This is an optimization exercise on Yosys and OpenROAD, whose aim is small area, a short achievable clock period and few clock cycles per item, not a production implementation. Only simulation tests tie the RTL to the original design; equivalence was not proved.

## rev 12
Design tally_unit, start of the top module:
module tally_unit (
    input  wire        clk,
    input  wire        rst,
    input  wire        in_valid,
    output wire        in_ready,
    input  wire [7:0]  in_j,
    input  wire [63:0] in_crc_old,
    input  wire [63:0] in_old,
    input  wire [63:0] in_new,
    output wire        out_valid,
    input  wire        out_ready,
    output reg  [63:0] out_crc
);
export LEC_CHECK = 0
export CAP_MARGIN = 30
export CORE_MARGIN = 2
export CORE_UTILIZATION = 24
export PLACE_DENSITY = 0.4
export SETUP_SLACK_MARGIN = 5
export SLEW_MARGIN = 30
export SYNTH_MEMORY_MAX_BITS = 16384
create_clock -name core_clock -period 12.0 [get_ports {clk}]
run.sh (not shown) runs the stock make flow with config.mk's settings and CLKGATE_MAP_FILE= SYNTH_SCRIPT=/design/flow/synth_recipe.tcl, a recipe that flattens the netlist after the stock synthesis.
Testbench counts of rev 12, summed over its fixed seeds: cycles 19,280, items 2,400.
Changes in rev 13 relative to rev 12:
Settings: swapping 30 for 20 in CAP_MARGIN; clearing SETUP_SLACK_MARGIN, which used to be 5; swapping 30 for 20 in SLEW_MARGIN.
==> flow/flow/run.sh (new file) <==
#!/bin/bash
# The standard layout (the design's SDC unchanged), with changes to how it
# is made: timing repair aims 8 ns below the clock period, the port buffers
# are buf_1 cells, and antenna repair after detailed routing may take up to
# 8 rounds.
set -euo pipefail
bash standard.sh "BUFFER_PORTS_ARGS=-buffer_cell sky130_fd_sc_hd__buf_1" SETUP_SLACK_MARGIN=8 MAX_REPAIR_ANTENNAS_ITER_DRT=8 finish > make_finish.log 2>&1
==> flow/standard.sh (new file) <==
#!/bin/bash
# synth_recipe.tcl (not shown) runs the flow's synth.tcl, then flattens the netlist and writes it again
# the make line also repeats each setting of config.mk as NAME=value (left out here)
make -C /OpenROAD-flow-scripts/flow DESIGN_CONFIG=/design/flow/config.mk WORK_HOME=/design/flow/orfs CLKGATE_MAP_FILE= SYNTH_SCRIPT=/design/flow/synth_recipe.tcl "${@:-finish}"
removed: flow/run.sh
## What came out
- Rev 13 vs. rev 12: count of clock-net buffers in the final layout went down by about 2.2%.
- Summary of the comparison: via total after detailed routing is higher in rev 13, relative to rev 12.
- Utilization of rev 13 is on par with rev 12.
- [compare] base=rev 12 new=rev 13: critical path depth went down.
- Delta (rev 13 minus rev 12): global-route usage +0.70 points, worst-case setup margin in the final layout now sits higher.

---

Another version of the RTL of tally_unit (not shown whole).
For scale: about 270 I/O pins, about 0.047 mm² of cells after synthesis.
==> flow/config.mk <==
export PLATFORM = sky130hd
export DESIGN_NAME = tally_unit
export DESIGN_NICKNAME = tally_unit
export VERILOG_FILES = /design/flow/design.v
export SDC_FILE = /design/flow/constraint.sdc
export NUM_CORES = 4
export LEC_CHECK = 0
export CAP_MARGIN = 25
export CORE_MARGIN = 2
export CORE_UTILIZATION = 24
export PLACE_DENSITY = 0.4
export SLEW_MARGIN = 25
export SYNTH_MEMORY_MAX_BITS = 16384
==> flow/constraint.sdc <==
create_clock -name core_clock -period 12.0 [get_ports {clk}]
set_input_delay 2.4000 -clock core_clock [delete_from_list [all_inputs] [get_ports {clk}]]
set_output_delay 2.4000 -clock core_clock [all_outputs]
set_load 0.01 [all_outputs]
standard.sh (not shown) runs the stock make flow with config.mk's settings and CLKGATE_MAP_FILE= SYNTH_SCRIPT=/design/flow/synth_recipe.tcl, a recipe that flattens the netlist after the stock synthesis.
==> flow/flow/run.sh <==
#!/bin/bash
# The standard layout (the design's SDC unchanged), with two changes to how
# it is made: timing repair aims 8 ns below the clock period, and the port
# buffers are buf_1 cells.
set -euo pipefail
bash standard.sh "BUFFER_PORTS_ARGS=-buffer_cell sky130_fd_sc_hd__buf_1" SETUP_SLACK_MARGIN=8 finish > make_finish.log 2>&1
The starting point completed without violations.
Testbench counts at the start, summed over its fixed seeds: cycles 19,280, items 2,400.
Next try:
==> flow/flow/run.sh (replaced) <==
#!/bin/bash
# The standard layout (the design's SDC unchanged), with two changes to how
# it is made: timing repair aims 8.5 ns below the clock period, and the port
# buffers are buf_1 cells.
set -euo pipefail
bash standard.sh "BUFFER_PORTS_ARGS=-buffer_cell sky130_fd_sc_hd__buf_1" SETUP_SLACK_MARGIN=8.5 finish > make_finish.log 2>&1
Settings changed: CAP_MARGIN 25 to 20, CORE_UTILIZATION 24 to 28, PLACE_DENSITY 0.4 to 0.45, SLEW_MARGIN 25 to 20.
Outcome:
- With this change the flow never finished: it broke off in 5_1_grt
- synthesized area stays the same
- synthesized cell count does not change

-- static timing again, ports no longer ideal --
The flow's constraints put no driver on any port. The routed layouts listed below were extracted and timed again, unchanged, in two steps. Step 1 sets driving cells, clkbuf_16 on the clock port and buf_2 on the other inputs (assumed; they add their load-dependent delay and slew). Step 2 also shifts input and output timing later by t, the mid clock arrival at the registers, as if the neighbouring blocks saw the same clock. Three values: ideal ports, drivers, drivers and shift; two values: the first two.
run	t, ns	slack for setup (ns)	hold WS [ns]	worst setup path after step 2	cell pins on the clock port's net
rev 12	0.863	6.448 / 6.448 / 6.448	0.414 / 0.414 / 0.414	register to register	1
rev 13	0.855	7.661 / 7.661 / 7.661	0.403 / 0.403 / 0.403	register to register	1
the first run of note 2	0.731	7.477 / 7.477 / 7.477	0.418 / 0.418 / 0.418	register to register	1
After both steps every run listed still meets setup and hold.
